Context: an optimization exercise on an open-source flow, tuned for small area, a short achievable clock period and few clock cycles. The choices shown serve that exercise and are no tape-out recipe.
Where RTL was checked, it was by simulation tests only, not by an equivalence proof against the original.
No functional check of the RTL was part of runs 1 and 5.

==> flow/design.v <==
module fp_round (
    input  wire               sign,
    input  wire signed [10:0] exp,
    input  wire        [23:0] mant,
    input  wire               guard,
    input  wire               sticky,
    output reg         [31:0] y
);
    wire               up    = guard & (sticky | mant[0]);
    wire        [24:0] msum  = {1'b0, mant} + {24'd0, up};
    wire        [22:0] frac  = msum[24] ? msum[23:1] : msum[22:0];
    wire signed [10:0] exp_r = msum[24] ? exp + 11'sd1 : exp;
    always @* begin
        if (exp_r >= 11'sd255)
            y = {sign, 8'hFF, 23'd0};
        else if (exp_r <= 11'sd0)
            y = {sign, 31'd0};
        else
            y = {sign, exp_r[7:0], frac};
    end
endmodule
module fp_add (
    input  wire [31:0] a,
    input  wire [31:0] b,
    output reg  [31:0] y
);
    wire       sa = a[31];
    wire       sb = b[31];
    wire [7:0] ea = a[30:23];
    wire [7:0] eb = b[30:23];
    wire       za = (ea == 8'd0);
    wire       zb = (eb == 8'd0);
    wire       infa = (ea == 8'hFF) && (a[22:0] == 23'd0);
    wire       infb = (eb == 8'hFF) && (b[22:0] == 23'd0);
    wire       nana = (ea == 8'hFF) && (a[22:0] != 23'd0);
    wire       nanb = (eb == 8'hFF) && (b[22:0] != 23'd0);
    wire [23:0] ma = {1'b1, a[22:0]};
    wire [23:0] mb = {1'b1, b[22:0]};
    wire        eff_sub = sa ^ sb;
    wire [8:0]  dab     = {1'b0, ea} - {1'b0, eb};
    wire [8:0]  dba     = {1'b0, eb} - {1'b0, ea};
    wire        a_ge    = !dab[8];
    wire [7:0]  diff    = a_ge ? dab[7:0] : dba[7:0];
    wire [7:0]  e_big   = a_ge ? ea : eb;
    wire        s_big   = a_ge ? sa : sb;
    wire        s_small = a_ge ? sb : sa;
    wire [23:0] m_big   = a_ge ? ma : mb;
    wire [23:0] m_small = a_ge ? mb : ma;
    wire [4:0] sh = (diff > 8'd31) ? 5'd31 : diff[4:0];
    reg [25:0] al_v;
    reg        al_st;
    always @* begin
        al_v  = {m_small, 2'b00};
        al_st = 1'b0;
        if (sh[4]) begin al_st = al_st | (|al_v[15:0]); al_v = al_v >> 16; end
        if (sh[3]) begin al_st = al_st | (|al_v[7:0]);  al_v = al_v >> 8;  end
        if (sh[2]) begin al_st = al_st | (|al_v[3:0]);  al_v = al_v >> 4;  end
        if (sh[1]) begin al_st = al_st | (|al_v[1:0]);  al_v = al_v >> 2;  end
        if (sh[0]) begin al_st = al_st | al_v[0];       al_v = al_v >> 1;  end
    end
    wire [26:0] al_small = {al_v, al_st};
    wire [26:0] al_big   = {m_big, 3'b000};
    wire [27:0] fsum = eff_sub ? ({1'b0, al_big} - {1'b0, al_small})
                               : ({1'b0, al_big} + {1'b0, al_small});
    reg signed [10:0] f_exp;
    reg        [23:0] f_mant;
    reg               f_g, f_st;
    always @* begin
        if (fsum[27]) begin
            f_exp  = $signed({3'b000, e_big}) + 11'sd1;
            f_mant = fsum[27:4];
            f_g    = fsum[3];
            f_st   = |fsum[2:0];
        end else if (fsum[26]) begin
            f_exp  = $signed({3'b000, e_big});
            f_mant = fsum[26:3];
            f_g    = fsum[2];
            f_st   = |fsum[1:0];
        end else begin
            f_exp  = $signed({3'b000, e_big}) - 11'sd1;
            f_mant = fsum[25:2];
            f_g    = fsum[1];
            f_st   = fsum[0];
        end
    end
    wire [31:0] far_y;
    fp_round u_round (
        .sign(s_big), .exp(f_exp), .mant(f_mant),
        .guard(f_g), .sticky(f_st), .y(far_y)
    );
    wire [24:0] cx  = {m_big, 1'b0};
    wire [24:0] cy  = diff[0] ? {1'b0, m_small} : {m_small, 1'b0};
    wire [25:0] cd1 = {1'b0, cx} - {1'b0, cy};
    wire [25:0] cd2 = {1'b0, cy} - {1'b0, cx};
    wire        c_neg  = cd1[25];
    wire [24:0] cd     = c_neg ? cd2[24:0] : cd1[24:0];
    wire        c_sign = c_neg ? s_small : s_big;
    reg [31:0] cn;
    reg [4:0]  clz;
    always @* begin
        cn = {cd, 7'd0};
        clz[4] = (cn[31:16] == 16'd0); if (clz[4]) cn = cn << 16;
        clz[3] = (cn[31:24] == 8'd0);  if (clz[3]) cn = cn << 8;
        clz[2] = (cn[31:28] == 4'd0);  if (clz[2]) cn = cn << 4;
        clz[1] = (cn[31:30] == 2'd0);  if (clz[1]) cn = cn << 2;
        clz[0] = !cn[31];              if (clz[0]) cn = cn << 1;
    end
    wire [8:0]  c_exp  = {1'b0, e_big} - {4'd0, clz};
    wire        c_zero = !cn[31];                      
    wire [31:0] close_y = c_zero ? 32'd0 :
                          (c_exp[8] || c_exp == 9'd0) ? {c_sign, 31'd0} :
                          {c_sign, c_exp[7:0], cn[30:8]};
    wire use_close = eff_sub && ((diff == 8'd0) || ((diff == 8'd1) && !cd1[24]));
    always @* begin
        if (nana || nanb || (infa && infb && (sa != sb)))
            y = 32'h7FC0_0000;
        else if (infa)
            y = {sa, 8'hFF, 23'd0};
        else if (infb)
            y = {sb, 8'hFF, 23'd0};
        else if (za && zb)
            y = {sa & sb, 31'd0};
        else if (za)
            y = b;
        else if (zb)
            y = a;
        else if (use_close)
            y = close_y;
        else
            y = far_y;
    end
endmodule
module fp_cmp (
    input  wire [31:0] a,
    input  wire [31:0] b,
    output wire        lt,
    output wire        eq,
    output wire        un
);
    wire [30:0] ma = (a[30:23] == 8'd0) ? 31'd0 : a[30:0];
    wire [30:0] mb = (b[30:23] == 8'd0) ? 31'd0 : b[30:0];
    wire        sa = a[31] && (ma != 31'd0);
    wire        sb = b[31] && (mb != 31'd0);
    wire        nana = (a[30:23] == 8'hFF) && (a[22:0] != 23'd0);
    wire        nanb = (b[30:23] == 8'hFF) && (b[22:0] != 23'd0);
    assign un = nana | nanb;
    assign eq = !un && (sa == sb) && (ma == mb);
    assign lt = !un && ((sa && !sb) ||
                        (!sa && !sb && (ma < mb)) ||
                        (sa && sb && (ma > mb)));
endmodule
module div_init #(
    parameter S0 = 2
) (
    input  wire [31:0]        a,
    input  wire [31:0]        b,
    output reg  [1:0]         cls,      
    output wire               sign,
    output wire signed [10:0] exp,
    output reg  [24:0]        rem,
    output reg  [24:0]        q
);
    wire [7:0] ea = a[30:23];
    wire [7:0] eb = b[30:23];
    wire       za = (ea == 8'd0);
    wire       zb = (eb == 8'd0);
    wire       infa = (ea == 8'hFF) && (a[22:0] == 23'd0);
    wire       infb = (eb == 8'hFF) && (b[22:0] == 23'd0);
    wire       nana = (ea == 8'hFF) && (a[22:0] != 23'd0);
    wire       nanb = (eb == 8'hFF) && (b[22:0] != 23'd0);
    wire [23:0] ma = {1'b1, a[22:0]};
    wire [23:0] mb = {1'b1, b[22:0]};
    always @* begin
        if (nana || nanb || (infa && infb) || (za && zb)) cls = 2'd1;
        else if (infa || zb)                             cls = 2'd2;
        else if (infb || za)                             cls = 2'd3;
        else                                             cls = 2'd0;
    end
    wire lt = (ma < mb);
    assign sign = a[31] ^ b[31];
    assign exp  = $signed({3'b000, ea}) - $signed({3'b000, eb}) + (lt ? 11'sd126 : 11'sd127);
    reg [25:0] t;
    integer i;
    always @* begin
        rem = lt ? {ma, 1'b0} : {1'b0, ma};
        q   = 25'd0;
        for (i = 0; i < S0; i = i + 1) begin
            t   = {1'b0, rem} - {2'b00, mb};
            q   = {q[23:0], !t[25]};
            rem = (t[25] ? rem : t[24:0]) << 1;
        end
    end
endmodule
module div_steps #(
    parameter R = 5,
    parameter L = 3
) (
    input  wire [24:0]        rem,
    input  wire [24:0]        q,
    input  wire [22:0]        dfrac,
    input  wire [1:0]         cls,
    input  wire               sign,
    input  wire signed [10:0] exp,
    output reg  [24:0]        rem_o,
    output reg  [24:0]        q_o,
    output reg  [31:0]        y
);
    wire [23:0] db = {1'b1, dfrac};
    reg  [24:0] rl, ql;
    reg  [25:0] t;
    integer j;
    always @* begin
        rem_o = rem;
        q_o   = q;
        rl    = rem;
        ql    = q;
        for (j = 0; j < R; j = j + 1) begin
            t     = {1'b0, rem_o} - {2'b00, db};
            q_o   = {q_o[23:0], !t[25]};
            rem_o = (t[25] ? rem_o : t[24:0]) << 1;
            if (j == L - 1) begin
                rl = rem_o;
                ql = q_o;
            end
        end
    end
    wire [31:0] rounded;
    fp_round u_round (
        .sign(sign), .exp(exp), .mant(ql[24:1]),
        .guard(ql[0]), .sticky(rl != 25'd0), .y(rounded)
    );
    always @* begin
        case (cls)
            2'd1:    y = 32'h7FC0_0000;
            2'd2:    y = {sign, 8'hFF, 23'd0};
            2'd3:    y = {sign, 31'd0};
            default: y = rounded;
        endcase
    end
endmodule
module fp_minmax3 (
    input  wire [31:0] a,
    input  wire [31:0] b,
    input  wire [31:0] c,
    output wire [31:0] mx,
    output wire [31:0] mn
);
    wire ab_lt, ab_eq, ab_un, ac_lt, ac_eq, ac_un, bc_lt, bc_eq, bc_un;
    fp_cmp u_ab (.a(a), .b(b), .lt(ab_lt), .eq(ab_eq), .un(ab_un));
    fp_cmp u_ac (.a(a), .b(c), .lt(ac_lt), .eq(ac_eq), .un(ac_un));
    fp_cmp u_bc (.a(b), .b(c), .lt(bc_lt), .eq(bc_eq), .un(bc_un));
    wire ab_ge = !ab_lt && !ab_un;
    wire ac_ge = !ac_lt && !ac_un;
    wire bc_ge = !bc_lt && !bc_un;
    wire ab_le = ab_lt || ab_eq;
    wire ac_le = ac_lt || ac_eq;
    wire bc_le = bc_lt || bc_eq;
    assign mx = ab_ge ? (ac_ge ? a : c) : (bc_ge ? b : c);
    assign mn = ab_le ? (ac_le ? a : c) : (bc_le ? b : c);
endmodule
module duty_code (
    input  wire [31:0] d,
    input  wire [23:0] pm,
    input  wire [7:0]  pe,
    input  wire        pz,
    output wire [27:0] code,
    output wire        zero,
    output wire        sat
);
    wire [7:0]  de     = d[30:23];
    wire        d_zero = d[31] || (de == 8'd0) || ((de == 8'hFF) && (d[22:0] != 23'd0));
    wire        d_full = (de >= 8'd127);
    wire [47:0] prod   = {1'b1, d[22:0]} * pm;
    wire [9:0]  t_full = 10'd300 - {2'd0, de} - {2'd0, pe};      
    wire [5:0]  t      = (t_full > 10'd63) ? 6'd63 : t_full[5:0];
    wire        j24   = prod[47];
    wire        g1    = j24 ? prod[23] : prod[22];
    wire        st1   = j24 ? (|prod[22:0]) : (|prod[21:0]);
    wire        lsb1  = j24 ? prod[24] : prod[23];
    wire        up1   = g1 & (st1 | lsb1);
    wire [23:0] m0    = j24 ? prod[47:24] : prod[46:23];
    wire [24:0] m1    = {1'b0, m0} + {24'd0, up1};
    wire [5:0]  lsh_w = (j24 ? 6'd24 : 6'd23) - t;
    wire [2:0]  lsh   = lsh_w[2:0];
    wire        t_le  = j24 ? (t <= 6'd24) : (t <= 6'd23);
    wire [27:0] k_lo  = {3'd0, m1} << lsh;
    wire [5:0]  t1    = t - 6'd1;
    wire [47:0] w_all = prod >> t1;
    wire [24:0] w     = w_all[24:0];
    wire [47:0] m_t1  = (48'd1 << t1) - 48'd1;              
    wire [47:0] m_j   = j24 ? 48'hFF_FFFF : 48'h7F_FFFF;    
    wire [47:0] mid   = m_t1 & ~m_j;
    wire        lo_nz = |(prod & mid);
    wire        lo_all = &(prod | ~mid);
    wire        c     = up1 ? (w[0] | (lo_all & w[1])) : (w[0] & (lo_nz | w[1]));
    wire [27:0] k_hi  = {4'd0, w[24:1]} + {27'd0, c};
    wire [27:0] k = pz ? 28'd0 : t_le ? k_lo : k_hi;
    assign code = d_zero ? 28'd0 : d_full ? {24'hFF_FFFF, 4'd0} : k;
    assign zero = d_zero;
    assign sat  = d_zero || d_full;
endmodule
module modfront (
    input  wire         clk,
    input  wire         rst,
    input  wire         start,
    input  wire [31:0]  v0,
    input  wire [31:0]  v1,
    input  wire [31:0]  v2,
    input  wire [31:0]  vdc,
    input  wire [31:0]  vdc_min,
    input  wire [23:0]  per,
    input  wire         inject,
    input  wire         three_level,
    output wire         ready,
    output reg          done,
    output reg  [167:0] code_o,
    output reg  [5:0]   zero_o,
    output reg          sat,
    output reg          vdc_low
);
    localparam [31:0] F_HALF = 32'h3F00_0000;    
    localparam [31:0] F_ZERO = 32'h0000_0000;    
    localparam integer S0 = 2;
    localparam integer R  = 5;
    localparam integer L  = 3;
    localparam integer NSTEP = (25 - S0 - L) / R;
    localparam [2:0] S_IDLE = 3'd0,
                     S_DIV  = 3'd1,
                     S_SUM  = 3'd2,
                     S_SUB  = 3'd3,
                     S_ADD  = 3'd4,
                     S_MUL  = 3'd5;
    reg [2:0] state;
    reg [2:0] cnt;
    reg        r_inject;
    reg        r_three;
    reg [22:0] r_dfrac;       
    reg [23:0] r_pm;          
    reg [7:0]  r_pe;          
    reg        r_pz;          
    reg [31:0] m [0:2];
    reg [31:0] acc;           
    reg [31:0] d;             
    reg        d_neg;         
    reg [27:0] b_code [0:1];
    reg [1:0]  b_zero;
    reg [1:0]  b_sat;
    reg [1:0]  b_neg;
    assign ready = (state == S_IDLE);
    wire accept = (state == S_IDLE) && start;
    wire vdc_lt, vdc_eq, vdc_un;
    fp_cmp u_cmp_vdc (.a(vdc), .b(vdc_min), .lt(vdc_lt), .eq(vdc_eq), .un(vdc_un));
    wire vdc_ok = !vdc_lt && !vdc_eq && !vdc_un;
    reg [4:0] per_lz;
    integer i;
    always @* begin
        per_lz = 5'd0;
        for (i = 0; i <= 23; i = i + 1)
            if (per[i]) per_lz = 5'd23 - i[4:0];
    end
    reg  [1:0]         dv_cls  [0:2];
    reg                dv_sign [0:2];
    reg  signed [10:0] dv_exp  [0:2];
    reg  [24:0]        dv_rem  [0:2];
    reg  [24:0]        dv_q    [0:2];
    wire [1:0]         in_cls  [0:2];
    wire               in_sign [0:2];
    wire signed [10:0] in_exp  [0:2];
    wire [24:0]        in_rem  [0:2];
    wire [24:0]        in_q    [0:2];
    wire [24:0]        st_rem  [0:2];
    wire [24:0]        st_q    [0:2];
    wire [31:0]        quo     [0:2];
    wire [31:0]        v_in    [0:2];
    assign v_in[0] = v0;
    assign v_in[1] = v1;
    assign v_in[2] = v2;
    genvar g;
    generate
        for (g = 0; g < 3; g = g + 1) begin : lane
            div_init #(.S0(S0)) u_init (
                .a(v_in[g]), .b(vdc), .cls(in_cls[g]), .sign(in_sign[g]),
                .exp(in_exp[g]), .rem(in_rem[g]), .q(in_q[g]));
            div_steps #(.R(R), .L(L)) u_steps (
                .rem(dv_rem[g]), .q(dv_q[g]), .dfrac(r_dfrac), .cls(dv_cls[g]),
                .sign(dv_sign[g]), .exp(dv_exp[g]),
                .rem_o(st_rem[g]), .q_o(st_q[g]), .y(quo[g]));
        end
    endgenerate
    wire [31:0] mx, mn;
    fp_minmax3 u_mm (.a(m[0]), .b(m[1]), .c(m[2]), .mx(mx), .mn(mn));
    wire [31:0] m_cur = m[cnt[1:0]];
    reg  [31:0] add_a, add_b;
    wire [31:0] add_y;
    always @* begin
        case (state)
            S_SUM:   begin add_a = mx;     add_b = mn;                        end
            S_SUB:   begin add_a = m_cur;  add_b = {~z[31], z[30:0]};         end
            default: begin add_a = F_HALF; add_b = m_cur;                     end
        endcase
    end
    fp_add u_add (.a(add_a), .b(add_b), .y(add_y));
    wire [7:0]  s_exp = acc[30:23];
    wire [31:0] z = (s_exp == 8'hFF) ? acc :
                    (s_exp <= 8'd1)  ? {acc[31], 31'd0} :
                                       {acc[31], s_exp - 8'd1, acc[22:0]};
    function [31:0] dbl;     
        input [31:0] x;
        begin
            if (x[30:23] == 8'd0 || x[30:23] == 8'hFF)
                dbl = x;
            else if (x[30:23] == 8'hFE)
                dbl = {x[31], 8'hFF, 23'd0};
            else
                dbl = {x[31], x[30:23] + 8'd1, x[22:0]};
        end
    endfunction
    wire        m_neg  = m_cur[31] && (m_cur[30:23] != 8'd0) &&
                         !((m_cur[30:23] == 8'hFF) && (m_cur[22:0] != 23'd0));
    wire [31:0] duty_n = !r_three ? add_y : m_neg ? dbl(add_y) : dbl(m_cur);
    wire [27:0] code_val;
    wire        d_zero, code_sat;
    duty_code u_code (.d(d), .pm(r_pm), .pe(r_pe), .pz(r_pz),
                      .code(code_val), .zero(d_zero), .sat(code_sat));
    localparam [27:0] C_FULL = {24'hFF_FFFF, 4'd0};
    integer j;
    always @(posedge clk) begin
        if (rst) begin
            state   <= S_IDLE;
            cnt     <= 3'd0;
            done    <= 1'b0;
            code_o  <= 168'd0;
            zero_o  <= 6'b111111;
            sat     <= 1'b0;
            vdc_low <= 1'b0;
        end else begin
            done <= 1'b0;
            case (state)
                S_IDLE: begin
                    if (start) begin
                        if (!vdc_ok) begin
                            vdc_low <= 1'b1;
                            done    <= 1'b1;
                        end else begin
                            state <= S_DIV;
                        end
                        for (j = 0; j < 3; j = j + 1) begin
                            dv_cls[j]  <= in_cls[j];
                            dv_sign[j] <= in_sign[j];
                            dv_exp[j]  <= in_exp[j];
                            dv_rem[j]  <= in_rem[j];
                            dv_q[j]    <= in_q[j];
                        end
                        cnt      <= 3'd0;
                        r_inject <= inject;
                        r_three  <= three_level;
                        r_dfrac  <= vdc[22:0];
                        r_pm     <= per << per_lz;
                        r_pe     <= 8'd154 - {3'd0, per_lz};
                        r_pz     <= (per == 24'd0);
                    end
                end
                S_DIV: begin
                    for (j = 0; j < 3; j = j + 1) begin
                        dv_rem[j] <= st_rem[j];
                        dv_q[j]   <= st_q[j];
                    end
                    if (cnt == NSTEP) begin
                        m[0]  <= quo[0];
                        m[1]  <= quo[1];
                        m[2]  <= quo[2];
                        cnt   <= 3'd0;
                        state <= r_inject ? S_SUM : S_ADD;
                    end else begin
                        cnt <= cnt + 3'd1;
                    end
                end
                S_SUM: begin
                    acc   <= add_y;
                    state <= S_SUB;
                end
                S_SUB: begin
                    m[cnt[1:0]] <= add_y;
                    if (cnt == 3'd2) begin
                        cnt   <= 3'd0;
                        state <= S_ADD;
                    end else begin
                        cnt <= cnt + 3'd1;
                    end
                end
                S_ADD: begin
                    d     <= duty_n;
                    d_neg <= m_neg;
                    if (cnt != 3'd0) begin
                        b_code[cnt[0] ^ 1'b1] <= code_val;
                        b_zero[cnt[0] ^ 1'b1] <= d_zero;
                        b_sat[cnt[0] ^ 1'b1]  <= code_sat;
                        b_neg[cnt[0] ^ 1'b1]  <= d_neg;
                    end
                    if (cnt == 3'd2) begin
                        state <= S_MUL;
                    end
                    cnt <= cnt + 3'd1;
                end
                S_MUL: begin
                    if (!r_three) begin
                        code_o[0 +: 28]  <= b_code[0];
                        code_o[28 +: 28] <= b_code[1];
                        code_o[56 +: 28] <= code_val;
                        zero_o[2:0]      <= {d_zero, b_zero};
                        sat              <= code_sat | (|b_sat);
                    end else begin
                        for (j = 0; j < 2; j = j + 1) begin
                            code_o[56*j +: 28]      <= b_neg[j] ? 28'd0 : b_code[j];
                            code_o[56*j + 28 +: 28] <= b_neg[j] ? b_code[j] : C_FULL;
                            zero_o[2*j]             <= b_neg[j] ? 1'b1 : b_zero[j];
                            zero_o[2*j + 1]         <= b_neg[j] ? b_zero[j] : 1'b0;
                        end
                        code_o[112 +: 28] <= d_neg ? 28'd0 : code_val;
                        code_o[140 +: 28] <= d_neg ? code_val : C_FULL;
                        zero_o[4]         <= d_neg ? 1'b1 : d_zero;
                        zero_o[5]         <= d_neg ? d_zero : 1'b0;
                        sat               <= 1'b1;
                    end
                    vdc_low <= 1'b0;
                    done    <= 1'b1;
                    cnt     <= 3'd0;
                    state   <= S_IDLE;
                end
                default: state <= S_IDLE;
            endcase
        end
    end
endmodule
==> flow/run.sh <==
#!/bin/bash
# synth_recipe.tcl (not shown) runs the flow's synth.tcl, then flattens the netlist and writes it again
# the make line also repeats each setting of config.mk as NAME=value (left out here)
make -C /OpenROAD-flow-scripts/flow DESIGN_CONFIG=/design/flow/config.mk WORK_HOME=/design/flow/orfs CLKGATE_MAP_FILE= SYNTH_SCRIPT=/design/flow/synth_recipe.tcl finish
==> flow/config.mk <==
export PLATFORM = sky130hd
export DESIGN_NAME = modfront
export DESIGN_NICKNAME = modfront
export VERILOG_FILES = /design/flow/design.v
export SDC_FILE = /design/flow/constraint.sdc
export NUM_CORES = 4
export LEC_CHECK = 0
export CAP_MARGIN = 20
export CORE_MARGIN = 2
export CORE_UTILIZATION = 40
export SLEW_MARGIN = 20
export SYNTH_HIERARCHICAL = 1
==> flow/constraint.sdc <==
create_clock -name core_clock -period 24.0 [get_ports {clk}]
set_input_delay 4.8000 -clock core_clock [delete_from_list [all_inputs] [get_ports {clk}]]
set_output_delay 4.8000 -clock core_clock [all_outputs]
set_load 0.01 [all_outputs]
==> results of run 1 <==
layer usage:
layer,vias up,share of wire (%),routed length (microns)
met4,14,4.4,19800
met3,889,7.0,31600
met2,4418,45,202000
met1,54489,44,198000
met5,-,0.025,115
li1,52574,-,-
worst max-delay path by stage:
stage	slack, ns	cells past startpoint	to	start
floorplan	4.52	3	dv_q[0][0]$_DFFE_PP_	rst
global placement	4.46	61	d[5]$_DFFE_PP_	m[0][23]$_DFFE_PP_
detailed placement	4.40	58	d[7]$_DFFE_PP_	m[0][23]$_DFFE_PP_
CTS	4.28	58	d[15]$_DFFE_PP_	m[0][30]$_DFFE_PP_
global route	2.64	61	d[15]$_DFFE_PP_	m[0][30]$_DFFE_PP_
finish	3.83	58	d[15]$_DFFE_PP_	m[0][30]$_DFFE_PP_
area by class of cell:
type	instances	area (sq um)	area share, %
Multi-Input combinational cell	11963	92300	71.7
Inverter	1152	4330	3.36
Sequential cell	681	18600	14.4
Tap cell	3939	4930	3.83
Timing Repair Buffer	611	5500	4.27
Clock inverter	60	793	0.616
Antenna cell	9	22.5	0.0175
Clock buffer	103	2320	1.80
tightest hold or removal path: stages (launching register included):
cell	delay, ns
dfxtp_1	0.31
nand2_1	0.05
a21oi_1	0.05
flip-flops by register name, indices dropped and copies added, names as in the netlist, 3 cells and up, named ones only:
register,count
r_pe,8
dv_exp,33
code_o,168
r_dfrac,23
d,32
dv_cls,6
zero_o,6
dv_q,66
dv_sign,3
m,128
acc,32
cnt,3
r_pm,24
b_code,56
dv_rem,75
state,3
through the flow:
| stage | hold slack (ns) | cells |
|---|---|---|
| 4_1_cts | 0.453 | 18508 |
| 3_5_place_dp | 0.445 | 18345 |
| 6_report | 0.452 | 18518 |
| 5_1_grt | 0.465 | 18510 |
| 3_3_place_gp | 0.438 | 18345 |
| 2_1_floorplan | 0.451 | 14662 |
==> impl_metrics.env, run 1 <==
export IMPL_status="finished clean"
export IMPL_worst_pin_slew_ns=1.18
export IMPL_finalHoldViolCount=0
export IMPL_core_area_sq_mm=0.297
export IMPL_grt_antenna_before_repair=18
export IMPL_numClockSinks=681
export IMPL_postCtsSetupBuffers=0
export IMPL_fin_setup_tns_ns=0
export IMPL_holdPathEnd="code_o[51]$_SDFFE_PP0N_"
export IMPL_wl_per_cell_microns=24.4
export IMPL_use_met3_pct=4.00
export IMPL_cts_root_buf="clkbuf_16"
export IMPL_hold_path_class="reg2reg"
export IMPL_utilization_pct=43.4
export IMPL_worstPathRequired_ns=24.46
export IMPL_finalClockSkew_ns=0.0799
export IMPL_use_met2_pct=46.5
export IMPL_syn_inst=14601
export IMPL_fmax_ghz=0.0496
export IMPL_critical_path_slowest_cell="o221ai_1"
export IMPL_crit_family="compound AO/OA/AOI/OAI gates"
export IMPL_slowest_delay_ns=0.77
export IMPL_yosys_warnings=21
export IMPL_drc=0
export IMPL_min_period_ns=20.17
export IMPL_nNetsFinal=16236
export IMPL_detail_route_antenna_nets=0
export IMPL_dr_total_vias=112384
export IMPL_cts_buffer_depth=3
export IMPL_die_area_sq_mm=0.302
export IMPL_rows=200
export IMPL_drv_cap=0
export IMPL_dpl_cell_area_sq_mm=0.126
export IMPL_grt_pass1_vias=107308
export IMPL_critPathBufInv=6
export IMPL_die_w_microns=550
export IMPL_post_cts_resized=0
export IMPL_tritoncts="done"
export IMPL_hp_start="code_o[51]$_SDFFE_PP0N_"
export IMPL_use_met1_pct=39.2
export IMPL_hold_depth=2
export IMPL_wl_microns=452000
export IMPL_cts_hold_buf=0
export IMPL_drv_slew=0
export IMPL_critPathLaunchType="flop"
export IMPL_fin_crit_sh_pct=84.0
export IMPL_overflow=0
export IMPL_final_cell_mix="1442 x nand2_1, 1140 x inv_1, 1045 x ha_1"
export IMPL_dp_slack_ns=4.40
export IMPL_fillCellCount=30070
export IMPL_cts_buffers=88
export IMPL_syn_to_final_growth_pct=8.05
export IMPL_rr_endpoint="d[15]$_DFFE_PP_"
export IMPL_syn_avg_cell_area_sq_um=8.16
export IMPL_setup_violations=0
export IMPL_grt_usage_pct=29.0
export IMPL_initialDrtViolationCount=10732
export IMPL_die_y_microns=550
export IMPL_grt_pass1_wl_microns=679000
export IMPL_reg2reg_slack_ns=3.83
export IMPL_reg2reg_depth=58
export IMPL_slew_headroom_pct=20.9
export IMPL_r2r_start="m[0][30]$_DFFE_PP_"
export IMPL_io_pins=367
export IMPL_cp_end_kind="flop"
export IMPL_design_area_sq_mm=0.129
export IMPL_netlist_area_sq_mm=0.119
export IMPL_routabilityCongestion=1.01
export IMPL_grt_max_degree=92
export IMPL_post_route_worst_setup_slack_ns=3.83
export IMPL_crit_type="reg2reg"
export IMPL_portBuffers=366
export IMPL_crit_top_cell="ha_1"
export IMPL_worstPathMaxFanout=34
export IMPL_vias_per_cell=6.07
export IMPL_rsz0062_at_grt="no"
export IMPL_clk_pin_slew_ns=0.06
export IMPL_htreeDepth=3
export IMPL_top_usage_layer="met2"
export IMPL_firstDrtPassIters=8
export IMPL_drive_gt1_share_pct=10.2
export IMPL_initial_core_util_pct=40.2
export IMPL_clkLatencyLatePin_ns=0.78
export IMPL_critPathArrivalTime_ns=20.63
export IMPL_hpwl_microns=355000
export IMPL_layout_commonest_cell="nand2_1"
==> run 2: changes to the inputs <==
--- a/flow/design.v
+++ b/flow/design.v
@@ -327,8 +327,9 @@
     localparam [2:0] S_IDLE = 3'd0,
                      S_DIV  = 3'd1,
-                     S_SUM  = 3'd2,
-                     S_SUB  = 3'd3,
-                     S_ADD  = 3'd4,
-                     S_MUL  = 3'd5;
+                     S_MM   = 3'd2,
+                     S_SUM  = 3'd3,
+                     S_SUB  = 3'd4,
+                     S_ADD  = 3'd5,
+                     S_MUL  = 3'd6;
     reg [2:0] state;
     reg [2:0] cnt;
@@ -395,14 +396,14 @@
     always @* begin
         case (state)
-            S_SUM:   begin add_a = mx;     add_b = mn;                        end
-            S_SUB:   begin add_a = m_cur;  add_b = {~z[31], z[30:0]};         end
+            S_SUM:   begin add_a = acc;    add_b = d;                         end
+            S_SUB:   begin add_a = m_cur;  add_b = {~acc[31], acc[30:0]};     end
             default: begin add_a = F_HALF; add_b = m_cur;                     end
         endcase
     end
     fp_add u_add (.a(add_a), .b(add_b), .y(add_y));
-    wire [7:0]  s_exp = acc[30:23];
-    wire [31:0] z = (s_exp == 8'hFF) ? acc :
-                    (s_exp <= 8'd1)  ? {acc[31], 31'd0} :
-                                       {acc[31], s_exp - 8'd1, acc[22:0]};
+    wire [7:0]  s_exp = add_y[30:23];
+    wire [31:0] half_y = (s_exp == 8'hFF) ? add_y :
+                         (s_exp <= 8'd1)  ? {add_y[31], 31'd0} :
+                                            {add_y[31], s_exp - 8'd1, add_y[22:0]};
     function [31:0] dbl;     
         input [31:0] x;
@@ -471,11 +472,16 @@
                         m[2]  <= quo[2];
                         cnt   <= 3'd0;
-                        state <= r_inject ? S_SUM : S_ADD;
+                        state <= r_inject ? S_MM : S_ADD;
                     end else begin
                         cnt <= cnt + 3'd1;
                     end
                 end
+                S_MM: begin
+                    acc   <= mx;
+                    d     <= mn;
+                    state <= S_SUM;
+                end
                 S_SUM: begin
-                    acc   <= add_y;
+                    acc   <= half_y;
                     state <= S_SUB;
                 end
==> run 2 against run 1 <==
Non-clock buffer count decreased by 12. Final cell count increased by 0.59%. Register-to-register slack improved by 2.3 ns. Routed wire length decreased by 0.82%. Clock-buffer cell count decreased by 7. Critical path depth increased by 1. Fmax increased by 13%. Setup slack improved by 2.3 ns.
==> impl_metrics.env, run 2 <==
export IMPL_status="finished clean"
export IMPL_reg2reg_slack_ns=6.13
export IMPL_grt_pass1_vias=107841
export IMPL_htreeDepth=3
export IMPL_slowest_delay_ns=0.85
export IMPL_firstDrtPassIters=9
export IMPL_nNetsFinal=16352
export IMPL_die_w_microns=550
export IMPL_reg_top3="code_o x168, m x128, dv_rem x75"
export IMPL_netlist_area_sq_mm=0.119
export IMPL_core_area_sq_mm=0.297
export IMPL_largest_register_ffs=168
export IMPL_postCtsSetupBuffers=0
export IMPL_finalHoldViolCount=0
export IMPL_wl_microns=448000
export IMPL_utilization_pct=43.3
export IMPL_r2r_start="r_dfrac[0]$_DFFE_PP_"
export IMPL_overflow=0
export IMPL_crit_type="reg2reg"
export IMPL_drv_slew=0
export IMPL_min_period_ns=17.87
export IMPL_finalClockSkew_ns=0.0639
export IMPL_die_y_microns=550
export IMPL_holdPathEnd="vdc_low$_SDFFE_PP0P_"
export IMPL_holdWs_ns=0.456
export IMPL_routabilityCongestion=1.03
export IMPL_cts_buffers=81
export IMPL_clkLatencyLatePin_ns=0.74
export IMPL_use_met1_pct=37.2
export IMPL_reg2reg_depth=59
export IMPL_numClockSinks=681
export IMPL_dr_total_vias=113055
export IMPL_grt_usage_pct=28.6
export IMPL_grt_max_degree=86
export IMPL_post_route_worst_setup_slack_ns=6.13
export IMPL_top_register="code_o"
export IMPL_hold_path_class="reg2reg"
export IMPL_portBuffers=366
export IMPL_syn_to_final_growth_pct=7.72
export IMPL_fmax_ghz=0.0560
export IMPL_drive_gt1_share_pct=9.69
export IMPL_rr_endpoint="dv_rem[2][10]$_DFFE_PP_"
export IMPL_wl_per_cell_microns=24.1
export IMPL_top_usage_layer="met2"
export IMPL_cts_root_buf="clkbuf_16"
export IMPL_rsz0062_at_grt="no"
export IMPL_cp_end_kind="flop"
export IMPL_critPathLaunchType="flop"
export IMPL_drc=0
export IMPL_dpl_cell_area_sq_mm=0.126
export IMPL_clk_pin_slew_ns=0.06
export IMPL_vias_per_cell=6.07
export IMPL_detail_route_antenna_nets=0
export IMPL_io_pins=367
export IMPL_critPathArrivalTime_ns=18.31
export IMPL_fin_crit_sh_pct=74.5
export IMPL_use_met3_pct=3.48
export IMPL_grt_antenna_before_repair=22
export IMPL_worstPathRequired_ns=24.44
export IMPL_use_met2_pct=46.6
export IMPL_syn_avg_cell_area_sq_um=8.08
export IMPL_slew_headroom_pct=21.3
export IMPL_final_cell_mix="1511 x nand2_1, 1162 x inv_1, 1072 x a21oi_1"
export IMPL_post_cts_resized=0
export IMPL_hold_depth=2
export IMPL_yosys_warnings=21
export IMPL_cts_buffer_depth=3
export IMPL_critical_path_slowest_cell="edfxtp_1"
export IMPL_cts_hold_buf=0
export IMPL_hpwl_microns=352000
export IMPL_die_area_sq_mm=0.303
export IMPL_grt_pass1_wl_microns=675000
export IMPL_rows=200
export IMPL_dp_slack_ns=6.35
export IMPL_tritoncts="done"
export IMPL_design_area_sq_mm=0.129
export IMPL_worstPathMaxFanout=36
export IMPL_hp_start="vdc_low$_SDFFE_PP0P_"
export IMPL_fin_setup_tns_ns=0
export IMPL_initialDrtViolationCount=11157
export IMPL_layout_commonest_cell="nand2_1"
export IMPL_drv_cap=0
export IMPL_initial_core_util_pct=40.2
export IMPL_setup_violations=0
export IMPL_syn_inst=14764
export IMPL_worst_pin_slew_ns=1.18
run 2: per-layer routing:
| metal | vias up | wire (microns) | part of all wire, % |
|---|---|---|---|
| met5 | - | 32 | 0.0071 |
| met4 | 6 | 26100 | 5.8 |
| met3 | 1024 | 30700 | 6.9 |
| met2 | 4661 | 203000 | 45 |
| met1 | 54479 | 188000 | 42 |
| li1 | 52885 | - | - |
run 2: through the flow:
step,cells
2_1_floorplan,14825
3_3_place_gp,18467
3_5_place_dp,18468
4_1_cts,18614
5_1_grt,18625
6_report,18628
run 2: how the worst max path moves through the flow:
stage / start / end / slack (ns) / depth (start not counted)
floorplan: rst / dv_q[0][0]$_DFFE_PP_ / 4.56 / 3
global placement: state[0]$_SDFFE_PP0P_ / d[14]$_DFFE_PP_ / 6.11 / 49
detailed placement: r_dfrac[0]$_DFFE_PP_ / dv_rem[2][12]$_DFFE_PP_ / 6.35 / 59
CTS: r_dfrac[0]$_DFFE_PP_ / dv_rem[2][10]$_DFFE_PP_ / 6.33 / 59
global route: r_dfrac[0]$_DFFE_PP_ / dv_rem[1][5]$_DFFE_PP_ / 4.82 / 58
finish: r_dfrac[0]$_DFFE_PP_ / dv_rem[2][10]$_DFFE_PP_ / 6.13 / 59
run 2: worst max-delay path, delay by kind of cell, from the launching register on:
| kind | cells | cell delay, ns |
|---|---|---|
| DFF | 1 | 0.85 |
| and+or+nand+nor | 11 | 2.35 |
| adders and majority gates | 5 | 1.54 |
| muxes | 4 | 1.49 |
| AOI/OAI and AO/OA | 35 | 9.41 |
| buffers and inverters | 4 | 1.85 |
run 2: cell type report:
class                           instances  area, sq um
Fill cell                           30049       168000
Multi-Input combinational cell      12078        92200
Sequential cell                       681        18600
Timing Repair Buffer                  599         5430
Tap cell                             3939         4930
Inverter                             1173         4410
Clock buffer                           96         2190
Clock inverter                         50          688
Antenna cell                           12         30.0
Testbench counts of run 2, summed over its fixed seeds: cycles 20,185.
==> run 3: changes to the inputs <==
--- a/flow/design.v
+++ b/flow/design.v
@@ -261,4 +261,5 @@
 module duty_code (
     input  wire [31:0] d,
+    input  wire        x2,       
     input  wire [23:0] pm,
     input  wire [7:0]  pe,
@@ -270,7 +271,7 @@
     wire [7:0]  de     = d[30:23];
     wire        d_zero = d[31] || (de == 8'd0) || ((de == 8'hFF) && (d[22:0] != 23'd0));
-    wire        d_full = (de >= 8'd127);
+    wire        d_full = x2 ? (de >= 8'd126) : (de >= 8'd127);
     wire [47:0] prod   = {1'b1, d[22:0]} * pm;
-    wire [9:0]  t_full = 10'd300 - {2'd0, de} - {2'd0, pe};      
+    wire [9:0]  t_full = 10'd300 - {2'd0, de} - {2'd0, pe} - {9'd0, x2};    
     wire [5:0]  t      = (t_full > 10'd63) ? 6'd63 : t_full[5:0];
     wire        j24   = prod[47];
@@ -285,12 +286,11 @@
     wire        t_le  = j24 ? (t <= 6'd24) : (t <= 6'd23);
     wire [27:0] k_lo  = {3'd0, m1} << lsh;
-    wire [5:0]  t1    = t - 6'd1;
-    wire [47:0] w_all = prod >> t1;
-    wire [24:0] w     = w_all[24:0];
-    wire [47:0] m_t1  = (48'd1 << t1) - 48'd1;              
-    wire [47:0] m_j   = j24 ? 48'hFF_FFFF : 48'h7F_FFFF;    
-    wire [47:0] mid   = m_t1 & ~m_j;
-    wire        lo_nz = |(prod & mid);
-    wire        lo_all = &(prod | ~mid);
+    wire [24:0] ph    = prod[47:23];
+    wire [5:0]  t2    = t - 6'd24;                           
+    wire [24:0] w     = ph >> t2;
+    wire [24:0] m_t2  = (25'd1 << t2) - 25'd1;               
+    wire [24:0] mid   = j24 ? (m_t2 & ~25'd1) : m_t2;        
+    wire        lo_nz = |(ph & mid);
+    wire        lo_all = &(ph | ~mid);
     wire        c     = up1 ? (w[0] | (lo_all & w[1])) : (w[0] & (lo_nz | w[1]));
     wire [27:0] k_hi  = {4'd0, w[24:1]} + {27'd0, c};
@@ -322,5 +322,5 @@
     localparam [31:0] F_ZERO = 32'h0000_0000;    
     localparam integer S0 = 2;
-    localparam integer R  = 5;
+    localparam integer R  = 4;
     localparam integer L  = 3;
     localparam integer NSTEP = (25 - S0 - L) / R;
@@ -341,6 +341,7 @@
     reg        r_pz;          
     reg [31:0] m [0:2];
-    reg [31:0] acc;           
+    reg [31:0] opa, opb;      
     reg [31:0] d;             
+    reg        d_x2;
     reg        d_neg;         
     reg [27:0] b_code [0:1];
@@ -391,36 +392,17 @@
     wire [31:0] mx, mn;
     fp_minmax3 u_mm (.a(m[0]), .b(m[1]), .c(m[2]), .mx(mx), .mn(mn));
-    wire [31:0] m_cur = m[cnt[1:0]];
-    reg  [31:0] add_a, add_b;
+    wire [31:0] add_a = opa;
+    wire [31:0] add_b = opb;
     wire [31:0] add_y;
-    always @* begin
-        case (state)
-            S_SUM:   begin add_a = acc;    add_b = d;                         end
-            S_SUB:   begin add_a = m_cur;  add_b = {~acc[31], acc[30:0]};     end
-            default: begin add_a = F_HALF; add_b = m_cur;                     end
-        endcase
-    end
     fp_add u_add (.a(add_a), .b(add_b), .y(add_y));
     wire [7:0]  s_exp = add_y[30:23];
-    wire [31:0] half_y = (s_exp == 8'hFF) ? add_y :
-                         (s_exp <= 8'd1)  ? {add_y[31], 31'd0} :
-                                            {add_y[31], s_exp - 8'd1, add_y[22:0]};
-    function [31:0] dbl;     
-        input [31:0] x;
-        begin
-            if (x[30:23] == 8'd0 || x[30:23] == 8'hFF)
-                dbl = x;
-            else if (x[30:23] == 8'hFE)
-                dbl = {x[31], 8'hFF, 23'd0};
-            else
-                dbl = {x[31], x[30:23] + 8'd1, x[22:0]};
-        end
-    endfunction
-    wire        m_neg  = m_cur[31] && (m_cur[30:23] != 8'd0) &&
-                         !((m_cur[30:23] == 8'hFF) && (m_cur[22:0] != 23'd0));
-    wire [31:0] duty_n = !r_three ? add_y : m_neg ? dbl(add_y) : dbl(m_cur);
+    wire [31:0] neg_z = (s_exp == 8'hFF) ? {~add_y[31], add_y[30:0]} :
+                        (s_exp <= 8'd1)  ? {~add_y[31], 31'd0} :
+                                           {~add_y[31], s_exp - 8'd1, add_y[22:0]};
+    wire m_neg = opb[31] && (opb[30:23] != 8'd0) &&
+                 !((opb[30:23] == 8'hFF) && (opb[22:0] != 23'd0));
     wire [27:0] code_val;
     wire        d_zero, code_sat;
-    duty_code u_code (.d(d), .pm(r_pm), .pe(r_pe), .pz(r_pz),
+    duty_code u_code (.d(d), .x2(d_x2), .pm(r_pm), .pe(r_pe), .pz(r_pz),
                       .code(code_val), .zero(d_zero), .sat(code_sat));
     localparam [27:0] C_FULL = {24'hFF_FFFF, 4'd0};
@@ -468,9 +450,11 @@
                     end
                     if (cnt == NSTEP) begin
-                        m[0]  <= quo[0];
-                        m[1]  <= quo[1];
-                        m[2]  <= quo[2];
-                        cnt   <= 3'd0;
-                        state <= r_inject ? S_MM : S_ADD;
+                        m[0]   <= quo[0];
+                        m[1]   <= quo[1];
+                        m[2]   <= quo[2];
+                        opa    <= F_HALF;
+                        opb    <= quo[0];
+                        cnt    <= 3'd0;
+                        state  <= r_inject ? S_MM : S_ADD;
                     end else begin
                         cnt <= cnt + 3'd1;
@@ -478,24 +462,30 @@
                 end
                 S_MM: begin
-                    acc   <= mx;
-                    d     <= mn;
-                    state <= S_SUM;
+                    opa    <= mx;
+                    opb    <= mn;
+                    state  <= S_SUM;
                 end
                 S_SUM: begin
-                    acc   <= half_y;
-                    state <= S_SUB;
+                    opa    <= m[0];
+                    opb    <= neg_z;
+                    state  <= S_SUB;
                 end
                 S_SUB: begin
                     m[cnt[1:0]] <= add_y;
                     if (cnt == 3'd2) begin
+                        opa   <= F_HALF;
+                        opb   <= m[0];
                         cnt   <= 3'd0;
                         state <= S_ADD;
                     end else begin
+                        opa <= m[cnt[1:0] + 2'd1];
                         cnt <= cnt + 3'd1;
                     end
                 end
                 S_ADD: begin
-                    d     <= duty_n;
+                    d     <= (r_three && !m_neg) ? opb : add_y;
+                    d_x2  <= r_three;
                     d_neg <= m_neg;
+                    opb   <= m[cnt[1:0] + 2'd1];
                     if (cnt != 3'd0) begin
                         b_code[cnt[0] ^ 1'b1] <= code_val;
--- a/flow/config.mk
+++ b/flow/config.mk
@@ -8,5 +8,5 @@
 export CAP_MARGIN = 20
 export CORE_MARGIN = 2
-export CORE_UTILIZATION = 40
+export CORE_UTILIZATION = 45
 export SLEW_MARGIN = 20
 export SYNTH_HIERARCHICAL = 1
==> run 3 against run 2 <==
Final area fell by 4.0%. Non-clock buffer count fell by 38. Routed wire length fell by 1.5%.
==> impl_metrics.env, run 3 <==
export IMPL_syn_to_final_growth_pct=7.48
export IMPL_overflow=0
export IMPL_status="finished clean"
export IMPL_grt_antenna_before_repair=24
export IMPL_wl_microns=441000
export IMPL_seqCellArea_sq_mm=0.0196
export IMPL_holdWs_ns=0.451
export IMPL_setup_violations=0
export IMPL_initial_core_util_pct=45.2
export IMPL_utilization_pct=48.6
export IMPL_clkLatencyLatePin_ns=0.75
export IMPL_placed_cells=17429
export IMPL_syn_inst=14277
export IMPL_tritoncts="done"
export IMPL_reg_top3="code_o x168, m x128, dv_rem x75"
export IMPL_cts_buffer_depth=3
export IMPL_die_y_microns=509
export IMPL_wl_per_cell_microns=25.1
export IMPL_multi_input_area_sq_mm=0.0870
export IMPL_nNetsFinal=15823
export IMPL_slowest_delay_ns=0.79
export IMPL_vias_per_cell=6.23
export IMPL_cp_end_kind="flop"
export IMPL_io_pins=367
export IMPL_largest_register_ffs=168
export IMPL_crit_type="reg2reg"
export IMPL_drive_gt1_share_pct=8.24
export IMPL_critPathArrivalTime_ns=16.68
export IMPL_drv_cap=0
export IMPL_layout_commonest_cell="nand2_1"
export IMPL_core_area_sq_mm=0.254
export IMPL_critPathBufInv=7
export IMPL_post_route_worst_setup_slack_ns=7.87
export IMPL_postCtsSetupBuffers=0
export IMPL_initialDrtViolationCount=11501
export IMPL_hold_path_class="reg2reg"
export IMPL_rsz0062_at_grt="no"
export IMPL_worstPathMaxFanout=63
export IMPL_detail_route_antenna_nets=0
export IMPL_htreeDepth=3
export IMPL_dpl_cell_area_sq_mm=0.120
export IMPL_instances_no_fill=17598
export IMPL_routabilityCongestion=1.00
export IMPL_grt_pass1_vias=104051
export IMPL_netlist_area_sq_mm=0.115
export IMPL_cts_hold_buf=0
export IMPL_fillCellCount=25138
export IMPL_top_register="code_o"
export IMPL_cts_root_buf="clkbuf_16"
export IMPL_drv_slew=0
export IMPL_min_period_ns=16.13
export IMPL_numClockSinks=712
export IMPL_finalHoldViolCount=0
export IMPL_finalClockSkew_ns=0.0682
export IMPL_grt_pass1_wl_microns=661000
export IMPL_fin_setup_tns_ns=0
export IMPL_rows=185
export IMPL_drc=0
export IMPL_yosys_warnings=21
export IMPL_worst_pin_slew_ns=1.23
export IMPL_hpwl_microns=345000
export IMPL_critical_path_slowest_cell="o311a_2"
export IMPL_worstPathRequired_ns=24.54
export IMPL_fmax_ghz=0.0620
export IMPL_die_area_sq_mm=0.259
export IMPL_die_w_microns=509
export IMPL_slew_headroom_pct=17.7
export IMPL_fin_crit_sh_pct=67.2
export IMPL_dr_total_vias=109698
export IMPL_design_area_sq_mm=0.123
export IMPL_crit_family="compound AO/OA/AOI/OAI gates"
export IMPL_final_cell_mix="1821 x nand2_1, 1154 x inv_1, 978 x ha_1"
export IMPL_portBuffers=366
export IMPL_post_cts_resized=0
export IMPL_grt_usage_pct=32.9
export IMPL_dp_slack_ns=8.45
export IMPL_critPathLaunchType="flop"
export IMPL_clk_pin_slew_ns=0.06
export IMPL_syn_avg_cell_area_sq_um=8.04
export IMPL_grt_max_degree=141
export IMPL_cts_buffers=83
export IMPL_firstDrtPassIters=8
export IMPL_crit_top_cell="ha_1"
## run 3: final timing paths
path / from / end / slack (ns) / depth (start not counted)
min: code_o[140]$_SDFFE_PP0P_ / code_o[140]$_SDFFE_PP0P_ / 0.45 / 2
min reg2reg: code_o[140]$_SDFFE_PP0P_ / code_o[140]$_SDFFE_PP0P_ / 0.45 / 2
max: opa[23]$_SDFFCE_PN0P_ / opb[8]$_DFFE_PP_ / 7.87 / 44
max reg2reg: opa[23]$_SDFFCE_PN0P_ / opb[8]$_DFFE_PP_ / 7.87 / 44
## run 3: metal layers
layer / global-route usage [%] / vias up / part of all wire (%)
met4: 18.4 / 14 / 6.6
met3: 4.48 / 1132 / 7.5
met5: 0 / - / 0.021
met2: 52.3 / 5009 / 44
li1: - / 50949 / -
met1: 42.9 / 52594 / 41
## run 3: final cells by class
class / instances / share of cell area, %
diodes: 13 / 0.0264
clock buffers: 107 / 1.86
clock inverters: 46 / 0.491
inverters: 1174 / 3.58
multi-input cells: 11619 / 70.6
flip-flops and latches: 712 / 15.9
well taps: 3366 / 3.42
repair buffers: 561 / 4.19
## run 3: worst reg2reg max path: cells and delay by family (launching register included)
family	cells	cell delay (ns)
multiplexers	1	0.72
XOR/XNOR	2	0.93
flip-flops	1	0.45
buffers and inverters	7	1.91
adder cells (fa/ha/maj)	6	2.39
AO/OA/AOI/OAI	17	6.26
AND/OR/NAND/NOR	11	3.28
Testbench counts of run 3, summed over its fixed seeds: cycles 21,785.
==> run 4: changes to the inputs <==
==> flow/flow/run.sh (new file) <==
#!/bin/bash
# The standard layout (standard.sh: the standard flow's synthesis and ORFS steps, unchanged
# clock period and constraints), with timing repair aiming at a larger setup
# slack, so that repair_timing also shortens paths that already meet the clock.
set -euo pipefail
export SETUP_SLACK_MARGIN=11
bash standard.sh > flow_standard.log 2>&1
==> flow/standard.sh (new file) <==
#!/bin/bash
# synth_recipe.tcl (not shown) runs the flow's synth.tcl, then flattens the netlist and writes it again
# the make line also repeats each setting of config.mk as NAME=value (left out here)
make -C /OpenROAD-flow-scripts/flow DESIGN_CONFIG=/design/flow/config.mk WORK_HOME=/design/flow/orfs CLKGATE_MAP_FILE= SYNTH_SCRIPT=/design/flow/synth_recipe.tcl "${@:-finish}"
removed: flow/run.sh
==> run 4 against run 3 <==
Flip-flop and latch count stayed put. Clock-buffer cell count stayed put. Die area stayed put. Register-to-register slack better by 3.5 ns. Still clean on timing, DRC and antenna. Critical path type is now in2reg.
==> impl_metrics.env, run 4 <==
export IMPL_grt_pass1_vias=104606
export IMPL_tritoncts="done"
export IMPL_wl_microns=449000
export IMPL_fin_setup_tns_ns=0
export IMPL_dp_slack_ns=8.45
export IMPL_status="finished clean"
export IMPL_worst_pin_slew_ns=1.21
export IMPL_overflow=0
export IMPL_initial_core_util_pct=45.2
export IMPL_cts_buffer_depth=3
export IMPL_syn_to_final_growth_pct=9.82
export IMPL_numClockSinks=712
export IMPL_dr_total_vias=111049
export IMPL_syn_inst=14277
export IMPL_portBuffers=366
export IMPL_io_pins=367
export IMPL_worstPathMaxFanout=21
export IMPL_firstDrtPassIters=9
export IMPL_worstPathRequired_ns=24.45
export IMPL_wl_per_cell_microns=25.3
export IMPL_vias_per_cell=6.25
export IMPL_drv_slew=0
export IMPL_setup_violations=0
export IMPL_cts_buffers=83
export IMPL_grt_pass1_wl_microns=665000
export IMPL_htreeDepth=3
export IMPL_rows=185
export IMPL_detail_route_antenna_nets=0
export IMPL_die_w_microns=509
export IMPL_drv_cap=0
export IMPL_netlist_area_sq_mm=0.115
export IMPL_grt_antenna_before_repair=26
export IMPL_clk_pin_slew_ns=0.06
export IMPL_drive_gt1_share_pct=10.7
export IMPL_slew_headroom_pct=19.0
export IMPL_rsz0062_at_grt="yes"
export IMPL_initialDrtViolationCount=12075
export IMPL_cts_root_buf="clkbuf_16"
export IMPL_hpwl_microns=345000
export IMPL_fmax_ghz=0.0776
export IMPL_utilization_pct=49.7
export IMPL_grt_usage_pct=33.2
export IMPL_fin_crit_sh_pct=53.7
export IMPL_reg_top3="code_o x168, m x128, dv_rem x75"
export IMPL_largest_register_ffs=168
export IMPL_nNetsFinal=15974
export IMPL_syn_avg_cell_area_sq_um=8.04
export IMPL_finalHoldViolCount=0
export IMPL_min_period_ns=12.89
export IMPL_layout_commonest_cell="nand2_1"
export IMPL_clkLatencyLatePin_ns=0.75
export IMPL_yosys_warnings=21
export IMPL_final_cell_mix="1813 x nand2_1, 1134 x inv_1, 954 x ha_1"
export IMPL_cp_end_kind="flop"
export IMPL_critPathArrivalTime_ns=13.34
export IMPL_post_route_worst_setup_slack_ns=11.11
export IMPL_die_y_microns=509
export IMPL_drc=0
export IMPL_crit_type="in2reg"
export IMPL_die_area_sq_mm=0.259
export IMPL_grt_max_degree=141
export IMPL_hold_path_class="reg2reg"
export IMPL_core_area_sq_mm=0.254
export IMPL_finalClockSkew_ns=0.0674
export IMPL_routabilityCongestion=1.00
export IMPL_critPathLaunchType="input port"
export IMPL_top_register="code_o"
## run 4: layout make-up
type | count | area [sq um]
Fill cell | 24958 | 128000
Clock inverter | 46 | 606
Antenna cell | 19 | 47.5
Timing Repair inverter | 2 | 15.0
Clock buffer | 107 | 2290
Timing Repair Buffer | 693 | 6340
Tap cell | 3366 | 4210
Multi-Input combinational cell | 11636 | 88400
Sequential cell | 712 | 19600
Inverter | 1174 | 4520
## run 4: worst max-delay path, cell delays in order
cell and delay [ns]:
clkdlybuf4s15_1 0.68, inv_1 0.35, ha_1 0.39, nand3_1 0.10
o31ai_1 0.58, or2_4 0.42, mux2_2 0.39, ha_1 0.36
a21oi_1 0.21, o21ai_0 0.13, a211oi_2 0.31, a21o_2 0.25
o31ai_2 0.11, o41a_4 0.52, nor2b_4 0.22, inv_4 0.18
mux2_4 0.35, ha_1 0.37, o2111ai_1 0.21, a2111oi_2 0.60
o21ai_0 0.25, a31o_2 0.26, a21o_1 0.26, inv_1 0.14
mux2_2 0.34, a311o_1 0.37, nand2_1 0.07, nand2_1 0.07
## run 4: metal layers
layer  vias up  track usage, %  part of all wire (%)
met2      5325            52.7                    45
met3      1182            4.54                   7.9
met5         -               0                 0.013
li1      51287               -                     -
met1     53247            43.2                    41
met4         8            18.7                   6.4
## run 4: worst paths after layout
path,from,endpoint,slack (ns),cells past startpoint
setup / recovery,vdc[18],dv_rem[1][24]$_DFFE_PP_,11.11,28
hold / removal,code_o[87]$_SDFFE_PP0P_,code_o[87]$_SDFFE_PP0P_,0.45,2
setup reg to reg,r_dfrac[12]$_DFFE_PP_,dv_rem[2][7]$_DFFE_PP_,11.36,51
hold reg to reg,code_o[87]$_SDFFE_PP0P_,code_o[87]$_SDFFE_PP0P_,0.45,2
## run 4: repair_timing
action                                 4_1_cts  5_1_grt
cloned                                      12        9
setup endpoints to repair                  261      247
endpoints found under the hold margin        0        0
gates resized for setup                    150      214
pin swaps                                   16       47
hold buffers                                 0        0
setup buffers                               23      107
## run 4: stage by stage
step	cell area, sq um	std cells	hold WS (ns)
floorplan	115000	14338	0.451
global placement	120000	17429	0.438
detailed placement	120000	17429	0.445
CTS	124000	17617	0.453
global route	126000	17748	0.466
finish	126000	17755	0.451
==> run 5: changes to the inputs <==
--- a/flow/design.v
+++ b/flow/design.v
@@ -345,8 +345,4 @@
     reg        d_x2;
     reg        d_neg;         
-    reg [27:0] b_code [0:1];
-    reg [1:0]  b_zero;
-    reg [1:0]  b_sat;
-    reg [1:0]  b_neg;
     assign ready = (state == S_IDLE);
     wire accept = (state == S_IDLE) && start;
@@ -487,11 +483,8 @@
                     d_x2  <= r_three;
                     d_neg <= m_neg;
-                    opb   <= m[cnt[1:0] + 2'd1];
-                    if (cnt != 3'd0) begin
-                        b_code[cnt[0] ^ 1'b1] <= code_val;
-                        b_zero[cnt[0] ^ 1'b1] <= d_zero;
-                        b_sat[cnt[0] ^ 1'b1]  <= code_sat;
-                        b_neg[cnt[0] ^ 1'b1]  <= d_neg;
-                    end
+                    if (cnt != 3'd2)
+                        opb <= m[cnt[1:0] + 2'd1];
+                    if (cnt != 3'd0)
+                        m[cnt[1:0] - 2'd1] <= {code_val, d_zero, code_sat, d_neg, 1'b0};
                     if (cnt == 3'd2) begin
                         state <= S_MUL;
@@ -501,15 +494,15 @@
                 S_MUL: begin
                     if (!r_three) begin
-                        code_o[0 +: 28]  <= b_code[0];
-                        code_o[28 +: 28] <= b_code[1];
+                        code_o[0 +: 28]  <= m[0][31:4];
+                        code_o[28 +: 28] <= m[1][31:4];
                         code_o[56 +: 28] <= code_val;
-                        zero_o[2:0]      <= {d_zero, b_zero};
-                        sat              <= code_sat | (|b_sat);
+                        zero_o[2:0]      <= {d_zero, m[1][3], m[0][3]};
+                        sat              <= code_sat | m[1][2] | m[0][2];
                     end else begin
                         for (j = 0; j < 2; j = j + 1) begin
-                            code_o[56*j +: 28]      <= b_neg[j] ? 28'd0 : b_code[j];
-                            code_o[56*j + 28 +: 28] <= b_neg[j] ? b_code[j] : C_FULL;
-                            zero_o[2*j]             <= b_neg[j] ? 1'b1 : b_zero[j];
-                            zero_o[2*j + 1]         <= b_neg[j] ? b_zero[j] : 1'b0;
+                            code_o[56*j +: 28]      <= m[j][1] ? 28'd0 : m[j][31:4];
+                            code_o[56*j + 28 +: 28] <= m[j][1] ? m[j][31:4] : C_FULL;
+                            zero_o[2*j]             <= m[j][1] ? 1'b1 : m[j][3];
+                            zero_o[2*j + 1]         <= m[j][1] ? m[j][3] : 1'b0;
                         end
                         code_o[112 +: 28] <= d_neg ? 28'd0 : code_val;
--- a/flow/flow/run.sh
+++ b/flow/flow/run.sh
@@ -4,4 +4,4 @@
 # slack, so that repair_timing also shortens paths that already meet the clock.
 set -euo pipefail
-export SETUP_SLACK_MARGIN=11
+export SETUP_SLACK_MARGIN=14
 bash standard.sh > flow_standard.log 2>&1
==> run 5 against run 4 <==
Still clean on timing, DRC and antenna. Setup slack improved by 1.7 ns. Clock-buffer cell count fell by 12. Critical path type unchanged. Highest routed layer unchanged.
==> impl_metrics.env, run 5 <==
export IMPL_crit_top_cell="buf_12"
export IMPL_reg_top3="code_o x168, m x128, dv_rem x75"
export IMPL_wl_per_cell_microns=26.5
export IMPL_die_y_microns=505
export IMPL_portBuffers=366
export IMPL_nNetsFinal=17100
export IMPL_status="finished clean"
export IMPL_htreeDepth=3
export IMPL_critical_path_slowest_cell="a2111oi_4"
export IMPL_reg2reg_slack_ns=12.94
export IMPL_layout_commonest_cell="nand2_1"
export IMPL_grt_max_degree=145
export IMPL_grt_antenna_before_repair=18
export IMPL_grt_usage_pct=36.8
export IMPL_grt_pass1_wl_microns=722000
export IMPL_critPathBufInv=8
export IMPL_syn_avg_cell_area_sq_um=7.95
export IMPL_fillCellCount=21934
export IMPL_finalHoldViolCount=0
export IMPL_cts_buffers=81
export IMPL_drc=0
export IMPL_wl_microns=499000
export IMPL_min_period_ns=11.24
export IMPL_dp_slack_ns=9.79
export IMPL_worstPathRequired_ns=24.48
export IMPL_worstPathMaxFanout=8
export IMPL_crit_family="compound AO/OA/AOI/OAI gates"
export IMPL_die_area_sq_mm=0.255
export IMPL_cts_buffer_depth=3
export IMPL_instances_no_fill=18834
export IMPL_setup_violations=0
export IMPL_holdWs_ns=0.451
export IMPL_cp_end_kind="flop"
export IMPL_placed_cells=17347
export IMPL_drv_slew=0
export IMPL_cts_root_buf="clkbuf_16"
export IMPL_clk_pin_slew_ns=0.07
export IMPL_slew_headroom_pct=15.3
export IMPL_seqCellArea_sq_mm=0.0177
export IMPL_die_w_microns=505
export IMPL_core_area_sq_mm=0.249
export IMPL_initial_core_util_pct=45.4
export IMPL_initialDrtViolationCount=13930
export IMPL_clkLatencyLatePin_ns=0.79
export IMPL_drv_cap=0
export IMPL_rsz0062_at_grt="yes"
export IMPL_rows=183
export IMPL_yosys_warnings=21
export IMPL_overflow=0
export IMPL_drive_gt1_share_pct=27.9
export IMPL_grt_pass1_vias=111363
export IMPL_syn_to_final_growth_pct=30.6
export IMPL_slowest_delay_ns=0.53
export IMPL_critPathArrivalTime_ns=11.72
export IMPL_hold_path_class="reg2reg"
export IMPL_multi_input_area_sq_mm=0.0993
export IMPL_detail_route_antenna_nets=0
export IMPL_cts_hold_buf=0
export IMPL_largest_register_ffs=168
export IMPL_firstDrtPassIters=7
export IMPL_dr_total_vias=118884
export IMPL_final_cell_mix="1419 x nand2_1, 1099 x buf_4, 1028 x nor2_1"
export IMPL_hpwl_microns=353000
export IMPL_routabilityCongestion=1.05
export IMPL_fmax_ghz=0.0890
export IMPL_numClockSinks=650
export IMPL_io_pins=367
export IMPL_syn_inst=14206
export IMPL_top_register="code_o"
export IMPL_fin_crit_sh_pct=46.8
export IMPL_finalClockSkew_ns=0.0802
export IMPL_post_route_worst_setup_slack_ns=12.76
export IMPL_fin_setup_tns_ns=0
export IMPL_critPathLaunchType="input port"
export IMPL_worst_pin_slew_ns=1.25
export IMPL_tritoncts="done"
export IMPL_crit_type="in2reg"
export IMPL_netlist_area_sq_mm=0.113
export IMPL_vias_per_cell=6.31
-- run 5: repair_timing --
action                     in CTS  in global routing
gates cloned                   71                 10
setup buffers                 812                433
resized for setup            1933               1070
pin swaps                     520                637
setup endpoints to repair     354                349
-- run 5: path summary, 6_finish.rpt --
kind | start | endpoint | cells past startpoint
max reg2reg | r_dfrac[1]$_DFFE_PP_ | dv_rem[0][7]$_DFFE_PP_ | 51
min | code_o[143]$_SDFFE_PP0P_ | code_o[143]$_SDFFE_PP0P_ | 2
max | vdc[13] | dv_rem[0][23]$_DFFE_PP_ | 34
min reg2reg | code_o[143]$_SDFFE_PP0P_ | code_o[143]$_SDFFE_PP0P_ | 2
-- run 5: metal layers --
metal	GRT usage, %	routed length, microns
met2	56.0	214000
met4	21.5	37200
met3	6.98	49700
met5	0	27
met1	48.4	198000
-- run 5: layout make-up --
type                            count  share of cell area [%]
Sequential cell                   650                    12.0
Clock buffer                       95                    1.44
Antenna cell                        9                  0.0153
Tap cell                         3330                    2.82
Clock inverter                     55                   0.427
Multi-Input combinational cell  11600                    67.3
Timing Repair inverter             12                  0.0628
Inverter                         1195                    3.31
Timing Repair Buffer             1888                    12.6
-- run 5: stage by stage --
step / utilization (%) / instance area, sq um
2_1_floorplan: - / 115000
3_3_place_gp: 48.2 / 120000
3_5_place_dp: 48.2 / 120000
4_1_cts: 55.9 / 139000
5_1_grt: 59.2 / 148000
6_report: 59.2 / 148000
-- run 5: worst reg2reg max path, delay by kind of cell, from the launching register on --
family | cells | cell delay, ns
compound gates | 23 | 4.93
fa+ha+maj | 4 | 1.07
buf+inv | 11 | 1.64
flops | 1 | 0.35
mux | 3 | 0.98
simple gates | 10 | 1.85

port drivers added, routing unchanged:
The results above use ideal ports. As a check the final layouts listed here were re-extracted and re-timed, cells and wires unchanged.
Step 1 (the two cells are an assumption about what drives the block):
set clk [get_ports {clk}]
set_driving_cell -lib_cell sky130_fd_sc_hd__clkbuf_16 $clk
set_driving_cell -lib_cell sky130_fd_sc_hd__buf_2 [delete_from_list [all_inputs] $clk]
Step 2 adds t to the input delays and takes it off the output delays; t is the mean of the earliest and latest rising clock arrival at the registers after step 1. Input paths then give back, and output paths get back, about the clock's delay inside the block.
Three values: ideal ports, drivers, drivers and shift; two values: the first two.
run | shift t [ns] | slack for setup (ns) | worst setup path at the end | clock arrival spread, ns | worst data-port slew with drivers (ns)
run 1 | 0.840 | 3.834 / 3.834 / 3.834 | register to register | 0.080 / 0.080 | 0.11
run 2 | 0.821 | 6.127 / 6.127 / 6.127 | register to register | 0.088 / 0.088 | 0.17
run 3 | 0.820 | 7.866 / 7.866 / 7.866 | register to register | 0.074 / 0.074 | 0.23
run 4 | 0.822 | 11.112 / 11.184 / 10.363 | input to register | 0.073 / 0.073 | 0.22
run 5 | 0.856 | 12.763 / 12.831 / 11.976 | input to register | 0.088 / 0.087 | 0.15
After both steps every run listed still meets setup and hold. For run 5, which loses most, drivers alone change the setup slack by +0.068 ns; drivers and shift together by -0.787 ns.
